From an optimization exercise on the open Yosys and OpenROAD flow, aimed at small area, a short achievable clock period and few clock cycles; shortcuts taken in it are not production practice. Where RTL was checked, it was by simulation tests only, not by an equivalence proof against the original. For run 2, only the layout was checked, not whether the RTL still works.

==> flow/design.v (outline; a module is shown in full before it is edited, if it fits) <==
// module ce_update: 2221 lines
// module csa_fa: 4 lines
// module csa_ha: 4 lines
module ce_update (
    input  wire         clk,
    input  wire         rst,
    input  wire         start,
    output reg          done,
    input  wire [1:0]   law,
    input  wire [1:0]   nbq,
    input  wire [15:0]  e,
    input  wire [255:0] s_in,
    input  wire [16:0]  umod,
    input  wire [15:0]  tco,
    input  wire [7:0]   tref,
    input  wire [7:0]   t,
    input  wire [7:0]   damp,
    input  wire         dith_en,
    input  wire         wd,
    input  wire         ho,
    input  wire [17:0]  ff,
    input  wire [17:0]  lr,
    input  wire [639:0] coef,
    input  wire [15:0]  kph,
    input  wire [15:0]  gout,
    input  wire [31:0]  rgout,
    input  wire [15:0]  kb,
    input  wire [16:0]  win,
    output wire [255:0] s_out,
    output reg  [31:0]  w,
    output reg  [16:0]  ul,
    output reg  [16:0]  ucmd,
    output reg  [7:0]   dh
);
  // ...
==> flow/flow/run.sh <==
#!/bin/bash
# The standard flow (standard.sh: unchanged synthesis, floorplan, placement,
# CTS, routing) with a larger setup-repair target (SETUP_SLACK_MARGIN), so that
# repair_timing keeps improving the paths that set the achieved period.
# Port buffers use the smallest buffer cell.  The SDC is not changed.
set -eo pipefail
export BUFFER_PORTS_ARGS="-buffer_cell sky130_fd_sc_hd__buf_1"
SETUP_SLACK_MARGIN=11 bash standard.sh > standard.log 2>&1
==> flow/standard.sh <==
#!/bin/bash
# synth_recipe.tcl (not shown) runs the flow's synth.tcl, then flattens the netlist and writes it again
# the make line also repeats each setting of config.mk as NAME=value (left out here)
make -C /OpenROAD-flow-scripts/flow DESIGN_CONFIG=/design/flow/config.mk WORK_HOME=/design/flow/orfs CLKGATE_MAP_FILE= SYNTH_SCRIPT=/design/flow/synth_recipe.tcl "${@:-finish}"
==> flow/config.mk <==
export PLATFORM = sky130hd
export DESIGN_NAME = ce_update
export DESIGN_NICKNAME = ce_update
export VERILOG_FILES = /design/flow/design.v
export SDC_FILE = /design/flow/constraint.sdc
export NUM_CORES = 8
export LEC_CHECK = 0
export ABC_AREA = 1
export CAP_MARGIN = 35
export CORE_MARGIN = 2
export CORE_UTILIZATION = 30
export PLACE_DENSITY = 0.5
export SLEW_MARGIN = 20
export SYNTH_HIERARCHICAL = 1
==> flow/constraint.sdc <==
create_clock -name core_clock -period 18.0 [get_ports {clk}]
set_input_delay 3.6000 -clock core_clock [delete_from_list [all_inputs] [get_ports {clk}]]
set_output_delay 3.6000 -clock core_clock [all_outputs]
set_load 0.01 [all_outputs]
==> results.toml, run 1 <==
[run_status]
status = "finished clean"

[grt]
use_met2_pct = 57.48
grt.total_usage_pct = 42.15
grt_use_met3_pct = 17.53

[synth]
synthAdderAreaFrac_pct = 21.19
synth_area_um2 = 78250
synth_seq_area_share_pct = 21.21
syn_nets = 12780
yosys_warnings = 7
synth-seq-cells = 682

[finish]
multi_input_area_um2 = 55290
regMostFlops = "s_r"
final_common_cell = "nand2_1"
utilization_pct = 36.31
fillers = 28570
largest_register_ffs = 256
seqCellArea_um2 = 16660
final_cells = 15570
multi_input_area_share_pct = 58.68

[die]
dieArea_um2 = 264900
coreArea_um2 = 259500

[min_path]
min_path_cells = 2
holdCritStartpoint = "s_r[3][26]"
min_to = "s_r[3][26]"

[timing]
hold_viol_final = 0
finClkSkew_ps = 92.55
min_period_ps = 7054

[setup_path]
slowest_delay_ps = 470
worstRegToRegCells = 22
rrSetupSlack_ps = 11000
cp.arrival_ps = 3450

[route]
wl_met1_um = 229800

[clock_network]
holdBufCountCts = 0
cts_setup_buffers = 65
htreeDepth = 3
clock-root-buffer = "clkbuf_16"
Testbench counts, summed over its fixed seeds: cycles 29,468.
==> run 2, diff against run 1 <==
--- a/flow/design.v
+++ b/flow/design.v
@@ -1943,19 +1943,21 @@
     wire m_1860, m_1861;
     csa_fa m_u1861 (.a(m_1601), .b(m_1728), .c(m_1727), .s(m_1860), .co(m_1861));
     wire m_1862, m_1863;
     csa_fa m_u1863 (.a(~m_611), .b(pre[66]), .c(m_1729), .s(m_1862), .co(m_1863));
     assign mac_s = {m_1862, m_1860, m_1858, m_1856, m_1854, m_1852, m_1850, m_1848, m_1846, m_1844, m_1842, m_1840, m_1838, m_1836, m_1834, m_1832, m_1830, m_1828, m_1826, m_1824, m_1822, m_1820, m_1818, m_1816, m_1814, m_1812, m_1810, m_1808, m_1806, m_1804, m_1802, m_1800, m_1798, m_1796, m_1794, m_1792, m_1790, m_1788, m_1786, m_1784, m_1782, m_1780, m_1778, m_1776, m_1774, m_1772, m_1770, m_1768, m_1766, m_1764, m_1762, m_1760, m_1758, m_1756, m_1754, m_1752, m_1750, m_1748, m_1746, m_1744, m_1742, m_1740, m_1738, m_1736, m_1734, m_1732, pre[0]};
     assign mac_c = {m_1861, m_1859, m_1857, m_1855, m_1853, m_1851, m_1849, m_1847, m_1845, m_1843, m_1841, m_1839, m_1837, m_1835, m_1833, m_1831, m_1829, m_1827, m_1825, m_1823, m_1821, m_1819, m_1817, m_1815, m_1813, m_1811, m_1809, m_1807, m_1805, m_1803, m_1801, m_1799, m_1797, m_1795, m_1793, m_1791, m_1789, m_1787, m_1785, m_1783, m_1781, m_1779, m_1777, m_1775, m_1773, m_1771, m_1769, m_1767, m_1765, m_1763, m_1761, m_1759, m_1757, m_1755, m_1753, m_1751, m_1749, m_1747, m_1745, m_1743, m_1741, m_1739, m_1737, m_1735, m_1733, m_1731, m_1730};
     wire        r28_sat = ~(&acc[66:59] | ~|acc[66:59]);
     wire [31:0] r28 = r28_sat ? (acc[66] ? 32'h80000000 : 32'h7fffffff) : acc[59:28];
+    wire [2:0]  sidx = (st == ST_BQ) ? {sec, k[1]} : k;
+    wire [31:0] s_sel = sw[sidx];
     reg  [31:0] sadd_r;
     always @(posedge clk)
-        sadd_r <= sw[{sec, k[1]}];
+        sadd_r <= s_sel;
     wire [32:0] ysum_w = {r28[31], r28} + {sadd_r[31], sadd_r};
     wire [31:0] ysum = (ysum_w[32] != ysum_w[31]) ? (ysum_w[32] ? 32'h80000000 : 32'h7fffffff)
                                                   : ysum_w[31:0];
     reg  signed [19:0] k_r;               
     reg  [16:0] lo_r, hi_r;
     wire signed [24:0] uu = $signed(acc[47:24]) + k_r;
     wire        below = uu < $signed({8'd0, lo_r});
     wire        above = uu > $signed({8'd0, hi_r});
@@ -2098,17 +2100,17 @@
             default: opa_n = {1'b0, mac[39:8]};
         endcase
     end
     wire [31:0] v_sel = (sec == 2'd0) ? x : v_r;
     reg  [32:0] b_n;
     always @(*) begin
         case (bsel)
             B_X:     b_n = {x[31], x};
-            B_S:     b_n = {sw[k][31], sw[k]};
+            B_S:     b_n = {s_sel[31], s_sel};
             B_V:     b_n = {v_sel[31], v_sel};
             B_Y:     b_n = {ysum[31], ysum};
             B_WREG:  b_n = {w[31], w};
             B_DU:    b_n = {{8{du[24]}}, du};
             default: b_n = {17'd0, gout};
         endcase
     end
     wire [36:0] bx = (bsel == B_KB) ? {2'b00, kb, 2'b00, kb, 1'b0}
@@ -2154,39 +2156,42 @@
             end
             ST_CORE: k <= kn;
             ST_BQ: begin
                 k <= kn;
                 if (k == 3'd1)
                     w <= ysum;
                 if (k == 3'd3)
                     s_r[{sec, 1'b0}] <= ysum;
+                if (k == 3'd3 && sec == nbq_r)
+                    v_r <= ysum;                  
                 if (k == 3'd0 && sec != 2'd0)
                     s_r[{sec - 2'd1, 1'b1}] <= r28;
                 if (k == 3'd4) begin
                     k <= 3'd0;
                     if (sec != nbq_r) begin
                         sec <= sec + 2'd1;
                         v_r <= w;
                     end
                 end
             end
             ST_T1: begin
                 if (law2)
                     s_r[{nbq_r, 1'b1}] <= r28;
-                else
-                    w <= r28;
+                else begin
+                    w   <= r28;
+                    v_r <= r28;
+                end
             end
             ST_DU: begin
                 ul   <= ul_n;
                 ucmd <= ucmd_n;
             end
             ST_T2: begin
                 dh  <= dh_n;
-                v_r <= law2 ? s_r[{nbq_r, 1'b0}] : w;
             end
             ST_T3: begin
                 if (law_r == 2'd0) begin
                     s_r[0] <= x;
                     s_r[1] <= sw[0];
                     s_r[3] <= sw[2];
                     s_r[4] <= 32'd0;
                     s_r[5] <= 32'd0;
==> results.toml, run 2 <==
[synth]
synth.area.top_cells = "fa_1, nand2_1, edfxtp_1"
synthFlopType = "dfxtp_1"
yosysTopAreaCellShare_pct = 15.94
yosysMostFrequentCell = "nand2_1"
ys_async_sr_fraction_pct = 0
synth_edf_count = 294
yosys_warnings = 7
synth_seq_area_share_pct = 21.72
synthCells = 10470
avgSynthCellArea_um2 = 7.282
synth_area_um2 = 76240
synth-seq-cells = 680
yosys.cell_types.count = 66
syn_nets = 12540
synth_top_area_cell = "fa_1"
synth_commonest_cells = "nand2_1, inv_1, xor2_1"

[finish]
regMostFlops = "s_r"
largest_register_ffs = 256
drive_gt1_share_pct = 10.47
syn_to_final_growth_pct = 23.69
final_common_cell = "nand2_1"
utilization_pct = 37.20
layout.nets = 13890
top_regs = "s_r: 256 flops, acc: 67 flops"
final_cell_mix = "nand2_1, buf_1, inv_1, xor2_1, o22ai_1"

[route]
first_pass_iters = 10
wl_per_cell_um = 42.79
vias_per_cell = 5.995
routed_wl_um = 657200
via_count = 92090
drt_iter0_markers = 13670
drc_errors = 0
ant_nets = 0

[die]
coreArea_um2 = 253500
die_y_um = 508.1
ioPinCount = 1443
die_x_um = 508.1
row_count = 185
dieArea_um2 = 258200
start_util_pct = 30.08

[clock_network]
clock_sinks = 680
clk_pin_slew_ps = 60
numCtsBuffers = 85
clock-root-buffer = "clkbuf_16"
clk_latency_ps = 780
clk_path_buf_depth = 3
cts_tree = "yes"
htreeDepth = 3

[setup_path]
criticalPathCategory = "register to output port"
rrSetupSlack_ps = 11010
path_max_fanout = 35
r2r_end = "s_r[5][7]"
worstRegToRegCells = 31
cp.arrival_ps = 3440
cp-end-kind = "output port"
critPathRequiredTime_ps = 14400
startpoint_type = "register"
r2r-start = "acc[63]"

[timing]
finClkSkew_ps = 49.19
setup_tns_ps = 0
setup_viol = 0
fmax_mhz = 142.0
maxSlewViolCount = 0
rsz0062_at_grt = "true"
min_period_ps = 7041
hold_viol_final = 0
fin_crit_sh_pct = 39.11
worstMarginPinSlew_ps = 1206
relSlewSlack_pct = 18.96

[grt]
grt_pass1_wl_um = 838700
antenna_found_initial = 166
grt_max_degree = 74
grt.total_usage_pct = 49.01
grt_overflow = 0
grt_pass1_vias = 87170

[min_path]
min_path_cells = 2
min_to = "s_r[0][3]"
hp-class = "register to register"
holdCritStartpoint = "s_r[0][3]"

[run_status]
status = "finished clean"

[placed_design]
hpwlAfterDp_um = 544800
io_buffers = 1442
place_congestion = 1.141

[flow_run]
drv_cap = 0
-- run 2: critical path, cell delays in order (launching register included) --
cell and delay [ps]:
edfxtp_1 430, buf_8 440, clkinv_1 230, buf_4 340, o21ai_0 840, buf_1 310
-- run 2: per-stage QoR --
stage	hold WS, ps	area [um2]	cells	setup WS, ps
after global placement	456.1	85620	14890	8946
after floorplan	442.6	76240	10470	11310
after detailed placement	463.8	86170	14940	9423
after global routing	507.5	94130	15290	10920
after CTS	477.2	92520	15190	10890
final	478.7	94300	15360	10960
-- run 2: kinds of logic (layout without fill, tap and decap cells) --
family,count (synthesis),in the layout,synth area share [%]
and+or+nand+nor,4038,4038,21.54
AOI/OAI and AO/OA,2114,2114,16.12
buffers and inverters,1844,3261,9.248
adders and majority gates,958,958,21.70
xor gates and xnor gates,809,809,9.294
DFF,680,680,21.72
muxes,26,26,0.3840
other,0,109,0
-- run 2: final cells by class --
cell class              instances  area [um2]
flip-flops and latches        680       16640
inverters                    1200        4674
clock buffers                 126        2592
diodes                        109       272.8
multi-input cells            7945       54910
clock inverters                32       412.9
repair buffers               1902       10580
repair inverters                1       7.507
well taps                    3366        4212
fillers                     27470      159200
-- run 2: worst max path at each step --
stage | start | end | cells past startpoint
CTS | acc[46] | s_out[77] | 14
global route | opa2[17] | opa2[27] | 23
finish | law_r[0] | s_out[127] | 5
detailed placement | acc[25] | ucmd[14] | 33
global placement | acc[25] | ucmd[12] | 33
floorplan | damp[0] | ucmd[0] | 19
-- run 2: per-module statistics from Yosys (local to each module, per instance) --
module	cell area, um2	flip-flops and latches
csa_fa	20.02	0
csa_ha	12.51	0
ce_update	64400	680
-- run 2: what timing repair did --
action / in CTS / in global routing
endpoints found under the setup margin: 503 / 379
pin swaps: 39 / 38
resized for setup: 645 / 240
hold buffers: 0 / 0
buffers inserted: 90 / 47
gates cloned: 6 / 4
-- run 2: layer usage --
metal / global-route usage [%] / part of all wire (%) / up-vias
li1: - / - / 37150
met1: 56.98 / 37 / 45460
met2: 69.11 / 40 / 7323
met3: 21.42 / 13 / 2066
met4: 40.25 / 10 / 90
met5: 1.907 / 0.28 / -

## re-timing with driven ports
Ports are ideal in the flow. The routed layouts listed here were re-timed in OpenROAD.
Step 1 assumes that a clkbuf_16 drives the clock port and a buf_2 every other input.
Step 2 also shifts input and output timing later by t, the mid clock arrival at the registers, as if the neighbouring blocks saw the same clock.
a / b / c = no drivers / after step 1 / after step 2; a / b = the first two.
run | t (ns) | setup WS [ns] | slew at the worst register clock pin (ns) | worst data-port slew with drivers (ns)
run 1 | 0.851 | 10.946 / 10.841 / 10.404 | 0.08 / 0.08 | 0.53
run 2 | 0.869 | 10.959 / 10.847 / 10.407 | 0.07 / 0.07 | 0.31
After both steps every run listed still meets setup and hold. For run 2, which loses most, drivers alone change the setup slack by -0.112 ns; drivers and shift together by -0.552 ns.
